Context: an optimization exercise on an open-source flow, tuned for small area, a short achievable clock period and few clock cycles per item. The choices shown serve that exercise and are no tape-out recipe. Where RTL was checked, it was by simulation tests only, not by an equivalence proof against the original. No functional check of the RTL was part of run 1. Power and IR drop assume default switching activity.

==> flow/design.v, too long to show whole: its modules and the start of the top module <==
// module brimet_mul24: 967 lines
// module brimet_fa: 4 lines
// module brimet_add48: 188 lines
// module brimet_cadd49: 195 lines
// module brimet_alu: 370 lines
// module brimet_cmp31: 34 lines
module brimet_alu (
    input  wire        clk,
    input  wire        rst,
    input  wire        in_valid,
    input  wire [7:0]  in_op,
    input  wire [13:0] in_imm,
    input  wire [31:0] in_a,
    input  wire [7:0]  in_aq,
    input  wire [31:0] in_b,
    input  wire [7:0]  in_bq,
    input  wire [31:0] in_d,
    input  wire [7:0]  in_dq,
    output reg         out_valid,
    output reg  [31:0] out_val,
    output reg  [7:0]  out_q
);
  // ...
==> flow/flow/run.sh <==
#!/bin/bash
# Standard ORFS layout of the design at the design's clock period and
# constraints. Changes: a larger setup margin for repair_timing, so that the
# resizer also works on paths well inside the clock period, and port buffers
# of a plain buffer cell (every input and output port still gets one).
set -euo pipefail
bash standard.sh SETUP_SLACK_MARGIN=28.5 'BUFFER_PORTS_ARGS=-buffer_cell sky130_fd_sc_hd__buf_4' finish > standard_flow.log 2>&1
==> flow/standard.sh <==
#!/bin/bash
# synth_recipe.tcl (not shown) runs the flow's synth.tcl, then flattens the netlist and writes it again
# the make line also repeats each setting of config.mk as NAME=value (left out here)
make -C /OpenROAD-flow-scripts/flow DESIGN_CONFIG=/design/flow/config.mk WORK_HOME=/design/flow/orfs CLKGATE_MAP_FILE= SYNTH_SCRIPT=/design/flow/synth_recipe.tcl "${@:-finish}"
==> flow/config.mk <==
export PLATFORM = sky130hd
export DESIGN_NAME = brimet_alu
export DESIGN_NICKNAME = brimet_alu
export VERILOG_FILES = /design/flow/design.v
export SDC_FILE = /design/flow/constraint.sdc
export NUM_CORES = 4
export LEC_CHECK = 0
export CAP_MARGIN = 20
export CORE_MARGIN = 2
export CORE_UTILIZATION = 50
export SLEW_MARGIN = 20
export SYNTH_HIERARCHICAL = 1
export SYNTH_MINIMUM_KEEP_SIZE = 0
==> flow/constraint.sdc <==
create_clock -name core_clock -period 36.0 [get_ports {clk}]
set_input_delay 7.2000 -clock core_clock [delete_from_list [all_inputs] [get_ports {clk}]]
set_output_delay 7.2000 -clock core_clock [all_outputs]
set_load 0.01 [all_outputs]
==> flow_metrics.tcl, run 1 <==
set metrics [dict create \
    detailroute.wirelength.met3_mm 13.5 \
    route.antenna.remaining_nets 0 \
    share_clk_of_total_power_pct 10.7 \
    num_ports 186 \
    die_outline_height_um 299 \
    nFillCells 7962 \
    post_cts.repair.setup_buffers 37 \
    syn_to_final_growth_pct 13.4 \
    skew_ns 0.0676 \
    place.detailed.instances 6134 \
    syn-mean-instance-area_um2 8.68 \
    registers.top_by_ff_count "s2_mag" \
    min_delay_worst_endpoint "s2_tb[1]" \
    regArea_um2 7730 \
    wl_met2_mm 71.3 \
    io_buffers 180 \
    clock_latency_ns 0.63 \
    post-route-util_pct 57.1 \
    antenna_cells 0 \
    final.hold.worst_slack_ns 0.325 \
    root_buffer_cell "sky130_fd_sc_hd__clkbuf_16" \
    ff2ff_path_depth 29 \
    ctsLongestPathBuffers 3 \
    comb_power_share_pct 76.7 \
    p_seq_mw 0.563 \
    width_of_the_chip_um 299 \
    run_status "complete, no violations" \
    nFlopsAndLatches 383 \
    preCtsSetupSlack_ns 26.99 \
    power_report.internal_total_mw 2.21 \
    groute.layer.met3.usage_pct 5.22 \
    grt_antenna_before_repair 5 \
]
==> module brimet_alu, before the edit <==
module brimet_alu (
    input  wire        clk,
    input  wire        rst,
    input  wire        in_valid,
    input  wire [7:0]  in_op,
    input  wire [13:0] in_imm,
    input  wire [31:0] in_a,
    input  wire [7:0]  in_aq,
    input  wire [31:0] in_b,
    input  wire [7:0]  in_bq,
    input  wire [31:0] in_d,
    input  wire [7:0]  in_dq,
    output reg         out_valid,
    output reg  [31:0] out_val,
    output reg  [7:0]  out_q
);
    localparam [7:0] OP_ADD   = 8'h06;
    localparam [7:0] OP_SUB   = 8'h07;
    localparam [7:0] OP_MUL   = 8'h08;
    localparam [7:0] OP_MAC   = 8'h09;
    localparam [7:0] OP_MIN   = 8'h0B;
    localparam [7:0] OP_MAX   = 8'h0C;
    localparam [7:0] OP_ABS   = 8'h0D;
    localparam [7:0] OP_CLAMP = 8'h0E;
    localparam [7:0] OP_SEL   = 8'h10;
    localparam [7:0] OP_QUAL  = 8'h1D;
    localparam [31:0] QNAN      = 32'h7FC0_0000;
    localparam [7:0]  Q_GOOD    = 8'hC0;
    localparam [7:0]  Q_UNCERT  = 8'h40;
    localparam [7:0]  Q_OVERRNG = 8'h03;
    function [1:0] qclass;
        input [7:0] q;
        begin
            qclass = (q[7:6] == 2'b11) ? 2'd3 : (q[7:6] == 2'b01) ? 2'd1 : 2'd0;
        end
    endfunction
    function [7:0] worse;
        input [7:0] q1;
        input [7:0] q2;
        begin
            if (qclass(q1) == 2'd0 && qclass(q2) == 2'd0)
                worse = q1;
            else if (qclass(q1) <= qclass(q2))
                worse = q1;
            else
                worse = q2;
        end
    endfunction
    function is_nan;
        input [31:0] v;
        begin
            is_nan = (v[30:23] == 8'hFF) && (v[22:0] != 23'd0);
        end
    endfunction
    function finite;
        input [31:0] v;
        begin
            finite = (v[30:23] != 8'hFF);
        end
    endfunction
    function [31:0] flush;
        input [31:0] v;
        begin
            flush = (v[30:23] == 8'd0) ? {v[31], 31'd0} : v;
        end
    endfunction
    function ge_half;
        input [31:0] v;
        begin
            ge_half = !v[31] && !is_nan(v) && (v[30:0] >= 31'h3F00_0000);
        end
    endfunction
    function [31:0] fkey;
        input [31:0] v;
        begin
            fkey = v[31] ? ~v : {1'b1, v[30:0]};
        end
    endfunction
    reg        s0_valid;
    reg [7:0]  s0_op;
    reg        s0_as;
    reg [2:0]  s0_qsel;
    reg [5:0]  s0_qsub;
    reg [31:0] s0_a, s0_b, s0_d;
    reg [7:0]  s0_aq, s0_bq, s0_dq;
    always @(posedge clk) begin
        if (rst)
            s0_valid <= 1'b0;
        else
            s0_valid <= in_valid;
        s0_op   <= in_op;
        s0_as   <= (in_op[7:1] == 7'b0000011);    
        s0_qsel <= in_imm[2:0];
        s0_qsub <= in_imm[13:8];
        s0_a    <= in_a;
        s0_b    <= in_b;
        s0_d    <= in_d;
        s0_aq   <= in_aq;
        s0_bq   <= in_bq;
        s0_dq   <= in_dq;
    end
    wire op_add   = (s0_op == OP_ADD);
    wire op_sub   = (s0_op == OP_SUB);
    wire op_mul   = (s0_op == OP_MUL);
    wire op_mac   = (s0_op == OP_MAC);
    wire op_min   = (s0_op == OP_MIN);
    wire op_max   = (s0_op == OP_MAX);
    wire op_abs   = (s0_op == OP_ABS);
    wire op_clamp = (s0_op == OP_CLAMP);
    wire op_sel   = (s0_op == OP_SEL);
    wire op_qual  = (s0_op == OP_QUAL);
    wire op_as    = s0_as;
    wire op_fma   = op_as | op_mul | op_mac;
    wire [7:0]  ea  = s0_a[30:23];
    wire [7:0]  eb  = op_as ? 8'd127 : s0_b[30:23];
    wire [7:0]  ec  = op_as ? s0_b[30:23] : op_mac ? s0_d[30:23] : 8'd0;
    wire [22:0] fc  = op_mac ? s0_d[22:0] : s0_b[22:0];
    wire        az  = (ea == 8'd0);
    wire        bz  = (eb == 8'd0);
    wire        cz  = (ec == 8'd0);
    wire [23:0] ma  = {1'b1, s0_a[22:0]};
    wire [23:0] mb  = op_as ? 24'h80_0000 : {1'b1, s0_b[22:0]};
    wire [23:0] mc  = cz ? 24'd0 : {1'b1, fc};
    wire        sp  = s0_a[31] ^ (s0_b[31] & ~op_as);
    wire        sc  = op_add ? s0_b[31] : op_sub ? ~s0_b[31] : op_mac ? s0_d[31] : 1'b1;
    wire        pz  = az | bz;
    wire [47:0] prod;
    brimet_mul24 u_mul (
        .a(ma),
        .b(mb),
        .p(prod)
    );
    wire signed [10:0] xab  = $signed({3'd0, ea}) + $signed({3'd0, eb}) - 11'sd100;
    wire signed [10:0] rraw = xab - $signed({3'd0, ec});
    reg  [6:0]  rsh;
    reg  signed [9:0] tb;
    always @* begin
        if (pz) begin
            rsh = 7'd0;
            tb  = $signed({2'd0, ec});
        end else if (cz) begin
            rsh = 7'd127;
            tb  = xab[9:0];
        end else if (rraw < 11'sd0) begin
            rsh = 7'd0;
            tb  = $signed({2'd0, ec});
        end else begin
            rsh = (rraw > 11'sd127) ? 7'd127 : rraw[6:0];
            tb  = xab[9:0];
        end
    end
    wire [7:0]  nlow = {1'b0, rsh} - 8'd51;
    reg  [23:0] lowmask;
    integer k;
    always @* begin
        for (k = 0; k < 24; k = k + 1)
            lowmask[k] = (rsh > 7'd51) && (nlow > k);
    end
    wire stk = |(mc & lowmask);
    wire        da_lt, da_gt, tb_lt, tb_gt;
    brimet_cmp31 u_cmp1 (.x(s0_d[30:0]), .y(s0_a[30:0]), .lt(da_lt), .gt(da_gt));
    wire        da_ge = (s0_d[31] != s0_a[31]) ? s0_a[31] : s0_d[31] ? ~da_gt : ~da_lt;
    wire        t_d   = op_qual | (op_clamp & da_ge);
    wire [31:0] t_v   = t_d ? s0_d : s0_a;
    brimet_cmp31 u_cmp2 (.x(t_v[30:0]), .y(s0_b[30:0]), .lt(tb_lt), .gt(tb_gt));
    wire        tb_le = (t_v[31] != s0_b[31]) ? t_v[31] : t_v[31] ? ~tb_lt : ~tb_gt;
    wire        d_ge  = ge_half(s0_d);
    wire        a_ge  = ge_half(s0_a);
    wire        pick_t = op_sel ? d_ge : (op_abs | op_qual) ? 1'b1 : (tb_le ^ op_max);
    wire [31:0] r_v    = pick_t ? t_v : s0_b;
    wire        op_mm  = op_min | op_max | op_clamp | op_abs;
    wire        op_byp = op_mm | op_sel | op_qual;
    wire        r_sub  = op_mm & (r_v[30:23] == 8'd0);
    wire [31:0] o_v    = {r_v[31] & ~op_abs, r_v[30:23], r_v[22:0] & {23{~r_sub}}} & {32{op_byp}};
    reg [7:0]  o_q;
    reg        o_bad;
    always @* begin
        o_q   = Q_GOOD;
        o_bad = 1'b0;
        case (s0_op)
            OP_ADD, OP_SUB, OP_MUL: begin
                o_q   = worse(s0_aq, s0_bq);
                o_bad = !finite(s0_a) || !finite(s0_b);
            end
            OP_MAC: begin
                o_q   = worse(worse(s0_aq, s0_bq), s0_dq);
                o_bad = !finite(s0_a) || !finite(s0_b) || !finite(s0_d);
            end
            OP_MIN, OP_MAX: begin
                o_q   = worse(s0_aq, s0_bq);
                o_bad = is_nan(s0_a) || is_nan(s0_b) || !finite(r_v);
            end
            OP_ABS: begin
                o_q   = s0_aq;
                o_bad = !finite(s0_a);
            end
            OP_CLAMP: begin
                o_q   = worse(worse(s0_dq, s0_aq), s0_bq);
                o_bad = is_nan(s0_d) || is_nan(s0_a) || is_nan(s0_b) ||
                        !finite(t_v) || !finite(r_v);
            end
            OP_SEL: begin
                o_q   = d_ge ? worse(s0_dq, s0_aq) : worse(s0_dq, s0_bq);
                o_bad = !finite(r_v);
            end
            OP_QUAL: begin
                case (s0_qsel)
                    3'd0: o_q = worse(s0_aq, s0_bq);
                    3'd1: o_q = s0_aq;
                    3'd2: o_q = (s0_dq == Q_GOOD && s0_aq != Q_GOOD) ? Q_UNCERT : s0_dq;
                    default: o_q = a_ge ? {2'b00, s0_qsub} : s0_dq;
                endcase
            end
            default: begin
                o_q = Q_GOOD;
            end
        endcase
    end
    reg        s1_valid;
    reg        s1_fma;
    reg        s1_bad;
    reg [7:0]  s1_q;
    reg [47:0] s1_p;
    reg [23:0] s1_mc;
    reg [6:0]  s1_rsh;
    reg        s1_stk;
    reg signed [9:0] s1_tb;
    reg        s1_sp, s1_sc, s1_zs, s1_pz;
    always @(posedge clk) begin
        if (rst)
            s1_valid <= 1'b0;
        else
            s1_valid <= s0_valid;
        s1_fma <= op_fma;
        s1_bad <= o_bad;
        s1_q   <= o_q;
        s1_p   <= prod;
        s1_mc  <= op_fma ? mc : o_v[23:0];
        s1_rsh <= op_fma ? rsh : 7'd51;
        s1_stk <= op_fma & stk;
        s1_tb  <= op_fma ? tb : {2'b00, o_v[31:24]};
        s1_sp  <= op_fma & sp;
        s1_sc  <= op_fma & sc;
        s1_zs  <= pz & cz & sp & sc;
        s1_pz  <= pz | ~op_fma;
    end
    wire [24:0] al1 = s1_rsh[0] ? {1'b0, s1_mc} : {s1_mc, 1'b0};           
    wire [26:0] al2 = s1_rsh[1] ? {2'b0, al1} : {al1, 2'b0};               
    wire [30:0] al3 = s1_rsh[2] ? {4'b0, al2} : {al2, 4'b0};               
    wire [38:0] al4 = s1_rsh[3] ? {8'b0, al3} : {al3, 8'b0};               
    wire [54:0] al5 = s1_rsh[4] ? {16'b0, al4} : {al4, 16'b0};             
    wire [74:0] al6 = s1_rsh[5] ? {32'b0, al5[54:12]} : {al5, 20'b0};      
    wire [74:0] aw  = (s1_rsh[6] ? {64'b0, al6[74:64]} : al6) | {74'd0, s1_stk};
    wire        esub = s1_sp ^ s1_sc;
    wire [48:0] pw   = {s1_p, 1'b0} & {49{~s1_pz}};
    wire [48:0] lo0, lo1;
    wire        c0, c1;
    brimet_cadd49 u_add (
        .x (aw[48:0]),
        .y (esub ? ~pw : pw),
        .s0(lo0),
        .s1(lo1),
        .c0(c0),
        .c1(c1)
    );
    wire [25:0] hi     = aw[74:49];
    wire [25:0] hi_inc = hi + 26'd1;
    wire [25:0] hi_dec = hi - 26'd1;
    wire        hi_z   = (hi == 26'd0);
    wire        neg = esub & ~c1 & hi_z;
    reg  [74:0] mag;
    always @* begin
        if (!esub)
            mag = {c0 ? hi_inc : hi, lo0};
        else if (neg)
            mag = {26'd0, ~lo0};
        else
            mag = {c1 ? hi : hi_dec, lo1};
    end
    wire        rs  = neg ? s1_sp : s1_sc;
    reg        s2_valid;
    reg        s2_fma;
    reg        s2_bad;
    reg [7:0]  s2_q;
    reg [74:0] s2_mag;
    reg signed [9:0] s2_tb;
    reg        s2_rs, s2_zs;
    always @(posedge clk) begin
        if (rst)
            s2_valid <= 1'b0;
        else
            s2_valid <= s1_valid;
        s2_fma <= s1_fma;
        s2_bad <= s1_bad;
        s2_q   <= s1_q;
        s2_mag <= mag;
        s2_tb  <= s1_tb;
        s2_rs  <= rs;
        s2_zs  <= s1_zs;
    end
    wire [74:0] m0  = s2_mag;
    wire        z64 = ~|m0[74:11];
    wire [74:0] n1  = z64 ? {m0[10:0], 64'd0} : m0;                         
    wire        z32 = ~|n1[74:43];
    wire [55:0] n2  = z32 ? {n1[42:0], 13'd0} : n1[74:19];                  
    wire        k32 = ~z32 & (|n1[18:0]);
    wire        z16 = ~|n2[55:40];
    wire [39:0] n3  = z16 ? n2[39:0] : n2[55:16];                           
    wire        k16 = ~z16 & (|n2[15:0]);
    wire        z8  = ~|n3[39:32];
    wire [31:0] n4  = z8 ? n3[31:0] : n3[39:8];                             
    wire        k8  = ~z8 & (|n3[7:0]);
    wire        z4  = ~|n4[31:28];
    wire [27:0] n5  = z4 ? n4[27:0] : n4[31:4];                             
    wire        k4  = ~z4 & (|n4[3:0]);
    wire        z2  = ~|n5[27:26];
    wire [25:0] n6  = z2 ? n5[25:0] : n5[27:2];                             
    wire        k2  = ~z2 & (|n5[1:0]);
    wire        z1  = ~n6[25];
    wire [24:0] n7  = z1 ? n6[24:0] : n6[25:1];                             
    wire        k1  = ~z1 & n6[0];
    wire        t24 = k32 | k16 | k8 | k4 | k2 | k1;
    wire [6:0]  lz  = {z64, z32, z16, z8, z4, z2, z1};
    wire signed [10:0] tbx = {s2_tb[9], s2_tb};
    wire signed [10:0] l1  = tbx - 11'sd1;       
    wire signed [10:0] l2  = tbx - 11'sd255;     
    wire signed [10:0] l3  = tbx - 11'sd254;     
    wire [6:0]  l1s = l1[10] ? 7'd0 : (l1 > 11'sd127) ? 7'd127 : l1[6:0];
    wire [6:0]  l2s = l2[10] ? 7'd0 : (l2 > 11'sd127) ? 7'd127 : l2[6:0];
    wire        l3v = !l3[10] && (l3 <= 11'sd127);
    wire        t0v = !tbx[10] && (tbx <= 11'sd127);
    wire        te_pos = !l1[10] && (lz <= l1s);                  
    wire        te_max = !l2[10] && (lz <= l2s);                  
    wire        te_254 = l3v && (lz == l3[6:0]);                  
    wire        te_0   = t0v && (lz == s2_tb[6:0]);               
    wire [23:0] m24 = n7[24:1];
    wire        g24 = n7[0];
    wire        i24 = g24 & (t24 | m24[0]);
    wire [24:0] r25 = {1'b0, m24} + {24'd0, i24};
    wire [7:0]  te8 = s2_tb[7:0] - {1'b0, lz};
    wire [7:0]  fe8 = te8 + {7'd0, r25[24]};
    reg [31:0] fr;
    reg        ovf;
    always @* begin
        ovf = 1'b0;
        if (!n7[24]) begin
            fr = {s2_zs, 31'd0};
        end else if (te_pos) begin
            if (te_max || (te_254 && r25[24])) begin
                ovf = 1'b1;
                fr  = QNAN;
            end else begin
                fr = {s2_rs, fe8, r25[24] ? 23'd0 : r25[22:0]};
            end
        end else if (te_0 && (&n7[24:2]) && n7[1]) begin
            fr = {s2_rs, 8'd1, 23'd0};
        end else begin
            fr = {s2_rs, 31'd0};
        end
    end
    wire bad = s2_bad | (s2_fma & ovf);
    always @(posedge clk) begin
        if (rst)
            out_valid <= 1'b0;
        else
            out_valid <= s2_valid;
        out_val <= bad ? QNAN : s2_fma ? fr : {s2_tb[7:0], s2_mag[23:0]};
        out_q   <= bad ? Q_OVERRNG : s2_q;
    end
endmodule
==> inputs of run 2 (changes only) <==
--- a/flow/design.v
+++ b/flow/design.v
@@ -1388,18 +1388,6 @@
             qclass = (q[7:6] == 2'b11) ? 2'd3 : (q[7:6] == 2'b01) ? 2'd1 : 2'd0;
         end
     endfunction
-    function [7:0] worse;
-        input [7:0] q1;
-        input [7:0] q2;
-        begin
-            if (qclass(q1) == 2'd0 && qclass(q2) == 2'd0)
-                worse = q1;
-            else if (qclass(q1) <= qclass(q2))
-                worse = q1;
-            else
-                worse = q2;
-        end
-    endfunction
     function is_nan;
         input [31:0] v;
         begin
@@ -1526,48 +1514,42 @@
     wire        op_byp = op_mm | op_sel | op_qual;
     wire        r_sub  = op_mm & (r_v[30:23] == 8'd0);
     wire [31:0] o_v    = {r_v[31] & ~op_abs, r_v[30:23], r_v[22:0] & {23{~r_sub}}} & {32{op_byp}};
-    reg [7:0]  o_q;
+    wire [1:0] ca = qclass(s0_aq);
+    wire [1:0] cb = qclass(s0_bq);
+    wire [1:0] cd = qclass(s0_dq);
+    wire op_two  = op_add | op_sub | op_mul | op_min | op_max;
+    wire q_0     = op_qual & (s0_qsel == 3'd0);
+    wire q_1     = op_qual & (s0_qsel == 3'd1);
+    wire q_2     = op_qual & (s0_qsel == 3'd2);
+    wire q_3     = op_qual & (s0_qsel != 3'd0) & (s0_qsel != 3'd1) & (s0_qsel != 3'd2);
+    wire use_a   = op_two | op_mac | op_clamp | (op_sel & d_ge) | op_abs | q_0 | q_1;
+    wire use_b   = op_two | op_mac | op_clamp | (op_sel & ~d_ge) | q_0;
+    wire use_d   = op_mac | op_clamp | op_sel | q_2 | q_3;
+    wire d_first = op_clamp | op_sel;
+    wire d_ba    = d_first ? (cd <= ca) : (cd < ca);
+    wire d_bb    = d_first ? (cd <= cb) : (cd < cb);
+    wire pick_d  = use_d & (~use_a | d_ba) & (~use_b | d_bb);
+    wire pick_a  = ~pick_d & use_a & (~use_b | (ca <= cb));
+    wire pick_b  = ~pick_d & ~pick_a & use_b;
+    wire q2_unc  = q_2 & (s0_dq == Q_GOOD) & (s0_aq != Q_GOOD);
+    wire q3_sub  = q_3 & a_ge;
+    wire [7:0] o_q = q2_unc ? Q_UNCERT :
+                     q3_sub ? {2'b00, s0_qsub} :
+                     pick_d ? s0_dq :
+                     pick_a ? s0_aq :
+                     pick_b ? s0_bq : Q_GOOD;
     reg        o_bad;
     always @* begin
-        o_q   = Q_GOOD;
         o_bad = 1'b0;
         case (s0_op)
-            OP_ADD, OP_SUB, OP_MUL: begin
-                o_q   = worse(s0_aq, s0_bq);
-                o_bad = !finite(s0_a) || !finite(s0_b);
-            end
-            OP_MAC: begin
-                o_q   = worse(worse(s0_aq, s0_bq), s0_dq);
-                o_bad = !finite(s0_a) || !finite(s0_b) || !finite(s0_d);
-            end
-            OP_MIN, OP_MAX: begin
-                o_q   = worse(s0_aq, s0_bq);
-                o_bad = is_nan(s0_a) || is_nan(s0_b) || !finite(r_v);
-            end
-            OP_ABS: begin
-                o_q   = s0_aq;
-                o_bad = !finite(s0_a);
-            end
-            OP_CLAMP: begin
-                o_q   = worse(worse(s0_dq, s0_aq), s0_bq);
-                o_bad = is_nan(s0_d) || is_nan(s0_a) || is_nan(s0_b) ||
-                        !finite(t_v) || !finite(r_v);
-            end
-            OP_SEL: begin
-                o_q   = d_ge ? worse(s0_dq, s0_aq) : worse(s0_dq, s0_bq);
-                o_bad = !finite(r_v);
-            end
-            OP_QUAL: begin
-                case (s0_qsel)
-                    3'd0: o_q = worse(s0_aq, s0_bq);
-                    3'd1: o_q = s0_aq;
-                    3'd2: o_q = (s0_dq == Q_GOOD && s0_aq != Q_GOOD) ? Q_UNCERT : s0_dq;
-                    default: o_q = a_ge ? {2'b00, s0_qsub} : s0_dq;
-                endcase
-            end
-            default: begin
-                o_q = Q_GOOD;
-            end
+            OP_ADD, OP_SUB, OP_MUL: o_bad = !finite(s0_a) || !finite(s0_b);
+            OP_MAC:   o_bad = !finite(s0_a) || !finite(s0_b) || !finite(s0_d);
+            OP_MIN, OP_MAX: o_bad = is_nan(s0_a) || is_nan(s0_b) || !finite(r_v);
+            OP_ABS:   o_bad = !finite(s0_a);
+            OP_CLAMP: o_bad = is_nan(s0_d) || is_nan(s0_a) || is_nan(s0_b) ||
+                              !finite(t_v) || !finite(r_v);
+            OP_SEL:   o_bad = !finite(r_v);
+            default:  o_bad = 1'b0;
         endcase
     end
     reg        s1_valid;
==> run 2 against run 1 <==
Net effect: critical endpoint is now out_val[30]; first-iteration DRC count is 5.3% higher; critical path type unchanged; largest cell class unchanged; still clean; synthesized cell count fell by 1.1%; hold slack worse by 0.0031 ns; clock power hardly changed.
==> flow_metrics.tcl, run 2 <==
set metrics [dict create \
    run_status "complete, no violations" \
    syn-mean-instance-area_um2 8.57 \
    worstSetupStartpointType "flop" \
    registers.top_by_ff_count "s2_mag" \
    most-common-layout-cells "sky130_fd_sc_hd__xnor2_1 (409), sky130_fd_sc_hd__nand2_1 (330), sky130_fd_sc_hd__dfxtp_1 (323), sky130_fd_sc_hd__fa_1 (314), sky130_fd_sc_hd__o22ai_1 (312)" \
    vias 40002 \
    gpl.final_weighted_congestion 1.01 \
    cts_num_sinks 383 \
    root_buffer_cell "sky130_fd_sc_hd__clkbuf_16" \
    power-per-cell-area_nw_per_um2 95.5 \
    crit_slowest_cell "sky130_fd_sc_hd__dfxtp_2" \
    syn_to_final_growth_pct 15.5 \
    clock_latency_ns 0.61 \
    design.final.nets 5759 \
    drtPass1Iterations 6 \
    cts.clk_slew.worst_paths_ns 0.06 \
    slowest_delay_ns 0.32 \
    clock_tree.htree_level_count 2 \
    first_iter_violations 4274 \
    timing.critical_path.required_ns 28.80 \
    die_area_um2 87500 \
    grt_antenna_before_repair 2 \
    tns_ns 0 \
    crit-reg2reg-capture "s1_mc[20]" \
    width_of_the_chip_um 296 \
    worstPathBufferInverterCount 1 \
    finalWorstPathRequiredPeriod_ns 8.23 \
    final_hold_viols 0 \
    grt_util_overall_pct 34.3 \
    holdPathStages 0 \
    tritoncts_clock_tree "done" \
    rsz_0062_raised_after_global_routing "true" \
    drv_cap 0 \
    number_of_global_route_vias_before_repair 37395 \
    clock_buffer_count_from_cts 44 \
    post_drt_via_cell_ratio 6.38 \
    grt_max_degree 119 \
    biggestRegsByFlops "s2_mag: 75 flops, s1_p: 48 flops" \
    static-leakage-power_nw 19.7 \
    min-delay-start "s1_tb[1]" \
    cpLargestDelayFamily "flip-flops" \
    worst-path-stages 1 \
    place_hpwl_mm 116 \
    report.final.setup_viol 0 \
    die_outline_height_um 296 \
    io_buffers 180 \
    ff2ff_path_depth 28 \
    drv_slew 0 \
    critical_path.max_fanout 1 \
    ctsLongestPathBuffers 3 \
    placeableCoreArea_um2 84700 \
    cp.arrival_ns 1.03 \
    syn-instance-count 4970 \
    post-route-util_pct 58.1 \
    final.hold.worst_slack_ns 0.322 \
    routed_wire_length_per_instance_um 24.7 \
    postCtsHoldBufs 0 \
    wirelength_mm 155 \
    layout_commonest_cell "sky130_fd_sc_hd__xnor2_1" \
    gr-total-overflow 0 \
    timing.fmax_mhz 121 \
    antenna_cells 0 \
    min_delay_worst_endpoint "s2_tb[1]" \
    yosys_warnings 7 \
    cells_along_the_critical_path "buf_6" \
    path_class "reg -> out" \
    total_power_mw 4.70 \
    grt_pass1_wl_mm 232 \
    worstHoldPathType "reg -> reg" \
    skew_ns 0.0397 \
    floorplan.rows 107 \
    regToRegSetupSlack_ns 28.63 \
    post_route_cells_drive_above_1_share_pct 17.8 \
    synth_area_um2 42600 \
    worst_ir_drop_vdd_mv 0.357 \
    worst_pin_slew_ns 1.05 \
    crit-reg2reg-launch "s0_a[0]" \
    largest_register_ffs 75 \
    drcViolationCount 0 \
    starting_density_of_the_core_pct 50.3 \
    critPathCaptureType "output pin" \
    fin_crit_sh_pct 22.9 \
    route.antenna.remaining_nets 0 \
    num_ports 186 \
    timing.slew.headroom_pct 29.2 \
]
[run 2: cell type report]
type	instances	area (um^2)
Clock inverter	20	264
Inverter	208	903
Timing Repair Buffer	376	3560
Multi-Input combinational cell	4071	34000
Sequential cell	383	7750
Clock buffer	60	1270
Timing Repair inverter	4	27.5
Tap cell	1144	1430
Fill cell	7816	35500
[run 2: metal layers]
metal	track usage, %	share of wire [%]	wire length [um]
met1	48.3	43	67100
met2	52.0	43	67000
met3	4.69	8.0	12400
met4	16.3	5.4	8430
met5	0	0	0
[run 2: repair_timing]
action                                  in CTS  in global routing
gates resized for setup                    268                148
endpoints found under the setup margin     212                196
gates cloned                                13                  8
pin swaps                                   39                 39
buffers inserted                            56                 51
[run 2: metrics by stage]
| stage | setup WS (ns) | area [um^2] | instances |
|---|---|---|---|
| global route | 27.74 | 49200 | 6266 |
| detailed placement | 26.03 | 44700 | 6058 |
| floorplan | 28.07 | 42800 | 4981 |
| global placement | 26.06 | 44700 | 6058 |
| finish | 27.77 | 49200 | 6266 |
| CTS | 27.73 | 48100 | 6207 |
[run 2: worst max path at each step]
stage,start,to
after global routing,out_val[19],out_val[19]
final,out_val[30],out_val[30]
after CTS,out_val[30],out_val[30]
after floorplan,in_op[3],s0_as
after global placement,s2_mag[31],out_val[30]
after detailed placement,s2_mag[39],out_val[30]
[run 2: worst register-to-register path, delay by kind of cell, from the launching register on]
family,cells,cell delay [ns]
buffers and inverters,3,0.60
AND/OR/NAND/NOR,3,0.29
adder cells (fa/ha/maj),6,2.03
XOR/XNOR,1,0.18
multiplexers,2,1.05
flip-flops,1,0.36
AO/OA/AOI/OAI,13,2.68
[run 2: where the power goes]
part	switching (mW)	internal [mW]	leakage, nW
clock	0.194	0.279	0.744
combinational	2.22	1.44	15.8
sequential	0.0400	0.527	3.19
total	2.45	2.24	19.7
Testbench counts of run 2, summed over its fixed seeds: cycles 48,032, ops 48,000.
==> inputs of run 3 (changes only) <==
--- a/flow/design.v
+++ b/flow/design.v
@@ -1600,19 +1600,12 @@
         .c1(c1)
     );
     wire [25:0] hi     = aw[74:49];
-    wire [25:0] hi_inc = hi + 26'd1;
-    wire [25:0] hi_dec = hi - 26'd1;
     wire        hi_z   = (hi == 26'd0);
-    wire        neg = esub & ~c1 & hi_z;
-    reg  [74:0] mag;
-    always @* begin
-        if (!esub)
-            mag = {c0 ? hi_inc : hi, lo0};
-        else if (neg)
-            mag = {26'd0, ~lo0};
-        else
-            mag = {c1 ? hi : hi_dec, lo1};
-    end
+    wire        neg    = esub & ~c1 & hi_z;
+    wire [25:0] hi_pm  = hi + {{25{esub}}, 1'b1};
+    wire        hi_cy  = esub ? ~c1 : c0;
+    wire [25:0] hi_r   = hi_cy ? hi_pm : hi;
+    wire [74:0] mag    = {hi_r & {26{~neg}}, (esub & ~neg) ? lo1 : (lo0 ^ {49{neg}})};
     wire        rs  = neg ? s1_sp : s1_sc;
     reg        s2_valid;
     reg        s2_fma;
@@ -1657,24 +1650,15 @@
     wire        k1  = ~z1 & n6[0];
     wire        t24 = k32 | k16 | k8 | k4 | k2 | k1;
     wire [6:0]  lz  = {z64, z32, z16, z8, z4, z2, z1};
-    wire signed [10:0] tbx = {s2_tb[9], s2_tb};
-    wire signed [10:0] l1  = tbx - 11'sd1;       
-    wire signed [10:0] l2  = tbx - 11'sd255;     
-    wire signed [10:0] l3  = tbx - 11'sd254;     
-    wire [6:0]  l1s = l1[10] ? 7'd0 : (l1 > 11'sd127) ? 7'd127 : l1[6:0];
-    wire [6:0]  l2s = l2[10] ? 7'd0 : (l2 > 11'sd127) ? 7'd127 : l2[6:0];
-    wire        l3v = !l3[10] && (l3 <= 11'sd127);
-    wire        t0v = !tbx[10] && (tbx <= 11'sd127);
-    wire        te_pos = !l1[10] && (lz <= l1s);                  
-    wire        te_max = !l2[10] && (lz <= l2s);                  
-    wire        te_254 = l3v && (lz == l3[6:0]);                  
-    wire        te_0   = t0v && (lz == s2_tb[6:0]);               
+    wire signed [9:0] te = s2_tb - $signed({3'd0, lz});
+    wire        te_pos = (te >= 10'sd1);
+    wire        te_0   = (te == 10'sd0);
     wire [23:0] m24 = n7[24:1];
     wire        g24 = n7[0];
     wire        i24 = g24 & (t24 | m24[0]);
     wire [24:0] r25 = {1'b0, m24} + {24'd0, i24};
-    wire [7:0]  te8 = s2_tb[7:0] - {1'b0, lz};
-    wire [7:0]  fe8 = te8 + {7'd0, r25[24]};
+    wire signed [9:0] fe = te + $signed({9'd0, r25[24]});
+    wire [7:0]  fe8 = fe[7:0];
     reg [31:0] fr;
     reg        ovf;
     always @* begin
@@ -1682,7 +1666,7 @@
         if (!n7[24]) begin
             fr = {s2_zs, 31'd0};
         end else if (te_pos) begin
-            if (te_max || (te_254 && r25[24])) begin
+            if (fe >= 10'sd255) begin
                 ovf = 1'b1;
                 fr  = QNAN;
             end else begin
==> flow/flow/run.sh (replaced) <==
#!/bin/bash
# Standard ORFS layout of the design at the design's clock period and
# constraints. Changes: a larger setup margin for repair_timing, so that the
# resizer also works on paths well inside the clock period, and port buffers
# of a plain buffer cell (every input and output port still gets one).
set -euo pipefail
bash standard.sh SETUP_SLACK_MARGIN=27.9 'BUFFER_PORTS_ARGS=-buffer_cell sky130_fd_sc_hd__buf_1' finish > standard_flow.log 2>&1
--- a/flow/config.mk
+++ b/flow/config.mk
@@ -7,7 +7,8 @@
 export LEC_CHECK = 0
 export CAP_MARGIN = 20
 export CORE_MARGIN = 2
-export CORE_UTILIZATION = 50
+export CORE_UTILIZATION = 62
+export PLACE_DENSITY = 0.72
 export SLEW_MARGIN = 20
 export SYNTH_HIERARCHICAL = 1
 export SYNTH_MINIMUM_KEEP_SIZE = 0
==> run 3 against run 2 <==
Net effect: critical path depth unchanged; die area down 22%; critical endpoint is now out_val[5]; largest cell class unchanged; combinational power down 1%; sequential power down 1%; critical path type unchanged.
==> flow_metrics.tcl, run 3 <==
set metrics [dict create \
    run_status "complete, no violations" \
    crit_start "out_val[5]" \
    clock_tree.htree_level_count 2 \
    syn_to_final_growth_pct 8.66 \
    worst_pin_slew_ns 1.07 \
    clock_latency_ns 0.61 \
    tritoncts_clock_tree "done" \
    grt_max_degree 65 \
    routed_wire_length_per_instance_um 24.1 \
    syn-mean-instance-area_um2 8.66 \
    starting_density_of_the_core_pct 62.7 \
    final_hold_viols 0 \
    layout_commonest_cell "sky130_fd_sc_hd__xnor2_1" \
    grt_util_overall_pct 38.9 \
    post_route_cells_drive_above_1_share_pct 10.7 \
    share_clk_of_total_power_pct 10.2 \
    final.hold.worst_slack_ns 0.313 \
    most-common-layout-cells "sky130_fd_sc_hd__xnor2_1 (404), sky130_fd_sc_hd__dfxtp_1 (362), sky130_fd_sc_hd__a21oi_1 (327), sky130_fd_sc_hd__fa_1 (317), sky130_fd_sc_hd__nor2_1 (304)" \
    fin_crit_sh_pct 22.9 \
    largest_register_ffs 75 \
    worstHoldPathType "reg -> reg" \
    syn-instance-count 4766 \
    nFillCells 5506 \
    postCtsHoldBufs 0 \
    cp.arrival_ns 1.04 \
    wirelength_mm 138 \
    timing.fmax_mhz 121 \
    worst_ir_drop_vdd_mv 0.758 \
    min_setup_slack_post_route_ns 27.76 \
    min-delay-start "s1_zs" \
    die_outline_height_um 262 \
    clock_buffer_count_from_cts 45 \
    placeableCoreArea_um2 65900 \
    place_hpwl_mm 105 \
    registers.top_by_ff_count "s2_mag" \
    vias 37971 \
    route.antenna.remaining_nets 0 \
    rsz_0062_raised_after_global_routing "true" \
    root_buffer_cell "sky130_fd_sc_hd__clkbuf_16" \
    slowest_delay_ns 0.33 \
    cells_along_the_critical_path "buf_6" \
    power_report.internal_total_mw 2.16 \
    cts.clk_slew.worst_paths_ns 0.06 \
    static-leakage-power_nw 18.4 \
    num_ports 186 \
    gr-total-overflow 0 \
    post-route-util_pct 68.1 \
    comb_power_share_pct 77.7 \
    highest-signal-layer "met5" \
    worstPathBufferInverterCount 1 \
    width_of_the_chip_um 262 \
    biggestRegsByFlops "s2_mag: 75 flops, s1_p: 48 flops" \
    switching_share_pct 53.5 \
    gpl.final_weighted_congestion 1.07 \
    die_area_um2 68700 \
    critical_path.max_fanout 1 \
    power-per-cell-area_nw_per_um2 104 \
    timing.slew.headroom_pct 28.8 \
    cts_num_sinks 383 \
    tns_ns 0 \
    proportion_of_power_drawn_by_flip_flops_and_latches_pct 12.1 \
    yosys_warnings 7 \
    drv_cap 0 \
    wl_met1_mm 56.3 \
    wl_met2_mm 60.0 \
    path_class "reg -> out" \
    timing.critical_path.required_ns 28.80 \
    cpLargestDelayFamily "flip-flops" \
    first_iter_violations 4531 \
    preCtsSetupSlack_ns 26.10 \
    crit_slowest_cell "sky130_fd_sc_hd__dfxtp_2" \
    design.final.nets 5473 \
    io_buffers 180 \
    ctsLongestPathBuffers 3 \
    grt_pass1_wl_mm 207 \
    worstSetupStartpointType "flop" \
    grt_antenna_before_repair 6 \
    critPathCaptureType "output pin" \
    report.final.setup_viol 0 \
    drcViolationCount 0 \
    number_of_global_route_vias_before_repair 35408 \
    skew_ns 0.0340 \
    total_power_mw 4.65 \
    synth_area_um2 41300 \
    floorplan.rows 94 \
    crit-reg2reg-launch "s0_a[0]" \
    finalWorstPathRequiredPeriod_ns 8.24 \
    detailroute.wirelength.met3_mm 14.3 \
    drtPass1Iterations 9 \
    p_sw_mw 2.48 \
    drv_slew 0 \
    post_drt_via_cell_ratio 6.65 \
]
==> run 3: area by class of cell <==
cell class | count | area (um^2) | area share, %
antenna | 6 | 15.0 | 0.0335
clock buffer | 59 | 1240 | 2.76
clock inverter | 22 | 298 | 0.664
inverter | 216 | 872 | 1.94
multi-input combinational | 3881 | 32000 | 71.3
sequential | 383 | 7690 | 17.1
tap | 864 | 1080 | 2.41
timing repair buffer | 278 | 1670 | 3.72
==> run 3: metal layers <==
metal	up-vias	track usage (%)
li1	17324	-
met1	18100	52.9
met2	2092	59.4
met3	449	8.31
met4	6	17.4
met5	-	0
==> run 3: power by group through the flow <==
stage / combinational, mW / sequential (mW) / clock (mW)
2_1_floorplan: 2.18 / 0.549 / 0
4_1_cts: 3.47 / 0.558 / 0.479
3_5_place_dp: 3.42 / 0.566 / 0
6_report: 3.61 / 0.561 / 0.473
3_3_place_gp: 3.32 / 0.565 / 0
5_1_grt: 3.97 / 0.564 / 0.494
==> run 3: repair_timing <==
action / CTS / global route
hold endpoints to repair: 0 / 0
cloned: 1 / 3
resized for setup: 115 / 115
setup buffers: 15 / 19
setup endpoints to repair: 116 / 119
pin swaps: 8 / 10
==> run 3: final timing paths <==
kind | endpoint | slack (ns) | depth (start not counted)
worst max-delay path | out_val[5] | 27.76 | 1
worst min-delay path | s2_zs | 0.31 | 0
worst max register to register | s1_mc[9] | 28.09 | 29
worst min register to register | s2_zs | 0.31 | 0
==> run 3: through the flow <==
stage          area (um^2)  instances
2_1_floorplan        41300       4777
3_3_place_gp         42200       5584
3_5_place_dp         42200       5584
4_1_cts              44200       5681
5_1_grt              44900       5706
6_report             44900       5709
==> run 3: worst register-to-register path, delay by kind of cell, from the launching register on <==
| family | cells | cell delay [ns] |
|---|---|---|
| compound gates | 14 | 3.31 |
| fa+ha+maj | 6 | 2.03 |
| buf+inv | 2 | 0.76 |
| flops | 1 | 0.31 |
| mux | 1 | 0.41 |
| simple gates | 6 | 0.95 |
Testbench counts of run 3, summed over its fixed seeds: cycles 48,032, ops 48,000.
==> inputs of run 4 (changes only) <==
--- a/flow/config.mk
+++ b/flow/config.mk
@@ -7,8 +7,7 @@
 export LEC_CHECK = 0
 export CAP_MARGIN = 20
 export CORE_MARGIN = 2
-export CORE_UTILIZATION = 62
-export PLACE_DENSITY = 0.72
+export CORE_UTILIZATION = 50
 export SLEW_MARGIN = 20
 export SYNTH_HIERARCHICAL = 1
 export SYNTH_MINIMUM_KEEP_SIZE = 0
==> run 4 against run 3 <==
Net effect: first-iteration DRC count down 16%; sequential power about the same; sequential cell count is the same; clock power is essentially flat; die area increased by 24%; final cell count up 3.5%; synthesized area unchanged; synthesized cell count unchanged.
==> flow_metrics.tcl, run 4 <==
set metrics [dict create \
    fin_crit_sh_pct 22.9 \
    tritoncts_clock_tree "done" \
    cells_along_the_critical_path "buf_6" \
    static-leakage-power_nw 18.4 \
    finalWorstPathRequiredPeriod_ns 8.24 \
    gr-total-overflow 0 \
    layoutNonFillerInstCount 5908 \
    critPathCaptureType "output pin" \
    floorplan.rows 105 \
    nFillCells 7733 \
    report.final.setup_viol 0 \
    rsz_0062_raised_after_global_routing "true" \
    ff2ff_path_depth 28 \
    drv_slew 0 \
    preCtsSetupSlack_ns 26.33 \
    number_of_global_route_vias_before_repair 35382 \
    first_iter_violations 3827 \
    root_buffer_cell "sky130_fd_sc_hd__clkbuf_16" \
    holdPathStages 0 \
    drtPass1Iterations 8 \
    drcViolationCount 0 \
    width_of_the_chip_um 291 \
    yosys_warnings 7 \
    cpLargestDelayFamily "flip-flops" \
    final_hold_viols 0 \
    routed_wire_length_per_instance_um 23.7 \
    post_drt_via_cell_ratio 6.31 \
    run_status "complete, no violations" \
    clock_latency_ns 0.61 \
    worstPathBufferInverterCount 1 \
    timing.slew.headroom_pct 28.4 \
    cts_num_sinks 383 \
    io_buffers 180 \
    drv_cap 0 \
    largest_register_ffs 75 \
    min-delay-start "s1_tb[0]" \
    grt_antenna_before_repair 1 \
    grt_pass1_wl_mm 213 \
    crit-reg2reg-launch "s0_a[1]" \
    timing.critical_path.required_ns 28.80 \
    slowest_delay_ns 0.33 \
    die_outline_height_um 291 \
    path_class "reg -> out" \
    gpl.final_weighted_congestion 0.999 \
    grt_max_degree 80 \
    clock_tree.htree_level_count 2 \
    syn-mean-instance-area_um2 8.66 \
    place_hpwl_mm 108 \
    place.detailed.instances 5794 \
    ctsLongestPathBuffers 3 \
    cp.arrival_ns 1.04 \
    total_power_mw 4.48 \
    post_route_cells_drive_above_1_share_pct 10.8 \
    starting_density_of_the_core_pct 50.4 \
    die_area_um2 84900 \
    registers.top_by_ff_count "s2_mag" \
    clock_buffer_count_from_cts 43 \
    skew_ns 0.0268 \
    num_ports 186 \
    synth_area_um2 41300 \
    min_delay_worst_endpoint "s2_tb[0]" \
    cts.clk_slew.worst_paths_ns 0.07 \
    worst_pin_slew_ns 1.07 \
    placeableCoreArea_um2 82000 \
    postCtsHoldBufs 0 \
    min_setup_slack_post_route_ns 27.76 \
    regToRegSetupSlack_ns 28.17 \
    worst_ir_drop_vdd_mv 0.433 \
    timing.fmax_mhz 121 \
    tns_ns 0 \
    crit_slowest_cell "sky130_fd_sc_hd__dfxtp_2" \
    layout_commonest_cell "sky130_fd_sc_hd__xnor2_1" \
    most-common-layout-cells "sky130_fd_sc_hd__xnor2_1 (405), sky130_fd_sc_hd__dfxtp_1 (361), sky130_fd_sc_hd__a21oi_1 (324), sky130_fd_sc_hd__fa_1 (317), sky130_fd_sc_hd__nor2_1 (305)" \
    syn-instance-count 4766 \
    vias 37287 \
    wirelength_mm 140 \
    crit-reg2reg-capture "s1_mc[11]" \
    route.antenna.remaining_nets 0 \
    worstHoldPathType "reg -> reg" \
    syn_to_final_growth_pct 9.03 \
    grt_util_overall_pct 32.0 \
    critical_path.max_fanout 1 \
    worstSetupStartpointType "flop" \
    biggestRegsByFlops "s2_mag: 75 flops, s1_p: 48 flops" \
    design.final.nets 5469 \
    power-per-cell-area_nw_per_um2 99.6 \
]
-- run 4: power breakdown --
| group | total [mW] | switching (mW) | internal [mW] |
|---|---|---|---|
| clock network | 0.476 | 0.196 | 0.280 |
| logic | 3.45 | 2.13 | 1.32 |
| registers | 0.560 | 0.0341 | 0.526 |
-- run 4: layout make-up --
| cell class | instances | area (um^2) | share of cell area [%] |
|---|---|---|---|
| Timing Repair inverter | 2 | 17.5 | 0.0389 |
| Timing Repair Buffer | 274 | 1590 | 3.53 |
| Clock inverter | 29 | 408 | 0.906 |
| Sequential cell | 383 | 7690 | 17.1 |
| Tap cell | 1070 | 1340 | 2.97 |
| Multi-Input combinational cell | 3881 | 32000 | 71.0 |
| Inverter | 216 | 865 | 1.92 |
| Clock buffer | 51 | 1130 | 2.50 |
| Antenna cell | 2 | 5.00 | 0.0111 |
-- run 4: per-layer routing --
layer  track usage [%]  wire length [um]  vias up  part of all wire (%)
met5                 0                 0        -                     0
met4              12.8              6320        0                   4.5
met3              5.13             11100      338                   7.9
met2              49.3             61200     1705                    44
met1              44.7             61400    17921                    44
li1                  -                 -    17323                     -
-- run 4: worst max path at each step --
stage / cells past startpoint / startpoint / slack (ns) / end
6_report: 1 / out_val[14] / 27.76 / out_val[14]
5_1_grt: 1 / out_val[14] / 27.73 / out_val[14]
4_1_cts: 1 / out_val[5] / 27.75 / out_val[5]
3_5_place_dp: 33 / s2_mag[35] / 26.33 / out_val[18]
3_3_place_gp: 33 / s2_mag[35] / 26.44 / out_val[18]
2_1_floorplan: 2 / in_op[3] / 28.07 / s0_as
-- run 4: worst reg2reg max path, delay by kind of cell, from the launching register on --
kind                     cells  cell delay, ns
flip-flops                   1            0.32
AO/OA/AOI/OAI               14            3.29
adder cells (fa/ha/maj)      6            2.04
AND/OR/NAND/NOR              4            0.89
multiplexers                 1            0.40
buffers and inverters        3            0.75
-- run 4: what timing repair did --
item,4_1_cts,5_1_grt
setup buffers,9,18
resized for setup,113,111
cloned,0,5
setup endpoints to repair,117,120
pin swaps,5,13
-- run 4: metrics by stage --
stage | cell area [um^2] | util, % | hold WS, ns
6_report | 45000 | 54.9 | 0.326
5_1_grt | 45000 | 54.9 | 0.330
4_1_cts | 44400 | 54.2 | 0.327
3_5_place_dp | 42500 | 51.8 | 0.312
3_3_place_gp | 42500 | 51.8 | 0.311
2_1_floorplan | 41300 | - | 0.310

==> port drivers added, routing unchanged <==
The flow's constraints put no driver on any port. The routed layouts listed below were extracted and timed again, unchanged, in two steps. Step 1, drivers: a clkbuf_16 drives clk and a buf_2 each remaining input, both assumed. Step 2 also shifts input and output timing later by t, the mid clock arrival at the registers, as if the neighbouring blocks saw the same clock. Slacks: ideal ports / drivers / drivers and shift; pairs: ideal ports / drivers.
| run | t (ns) | setup slack, ns | slew at the worst register clock pin (ns) |
|---|---|---|---|
| run 1 | 0.655 | 27.720 / 27.656 / 27.942 | 0.08 / 0.08 |
| run 2 | 0.661 | 27.765 / 27.696 / 27.864 | 0.07 / 0.07 |
| run 3 | 0.665 | 27.760 / 27.692 / 27.858 | 0.07 / 0.07 |
| run 4 | 0.666 | 27.759 / 27.686 / 27.871 | 0.07 / 0.07 |
After both steps setup and hold are still met in every run listed.
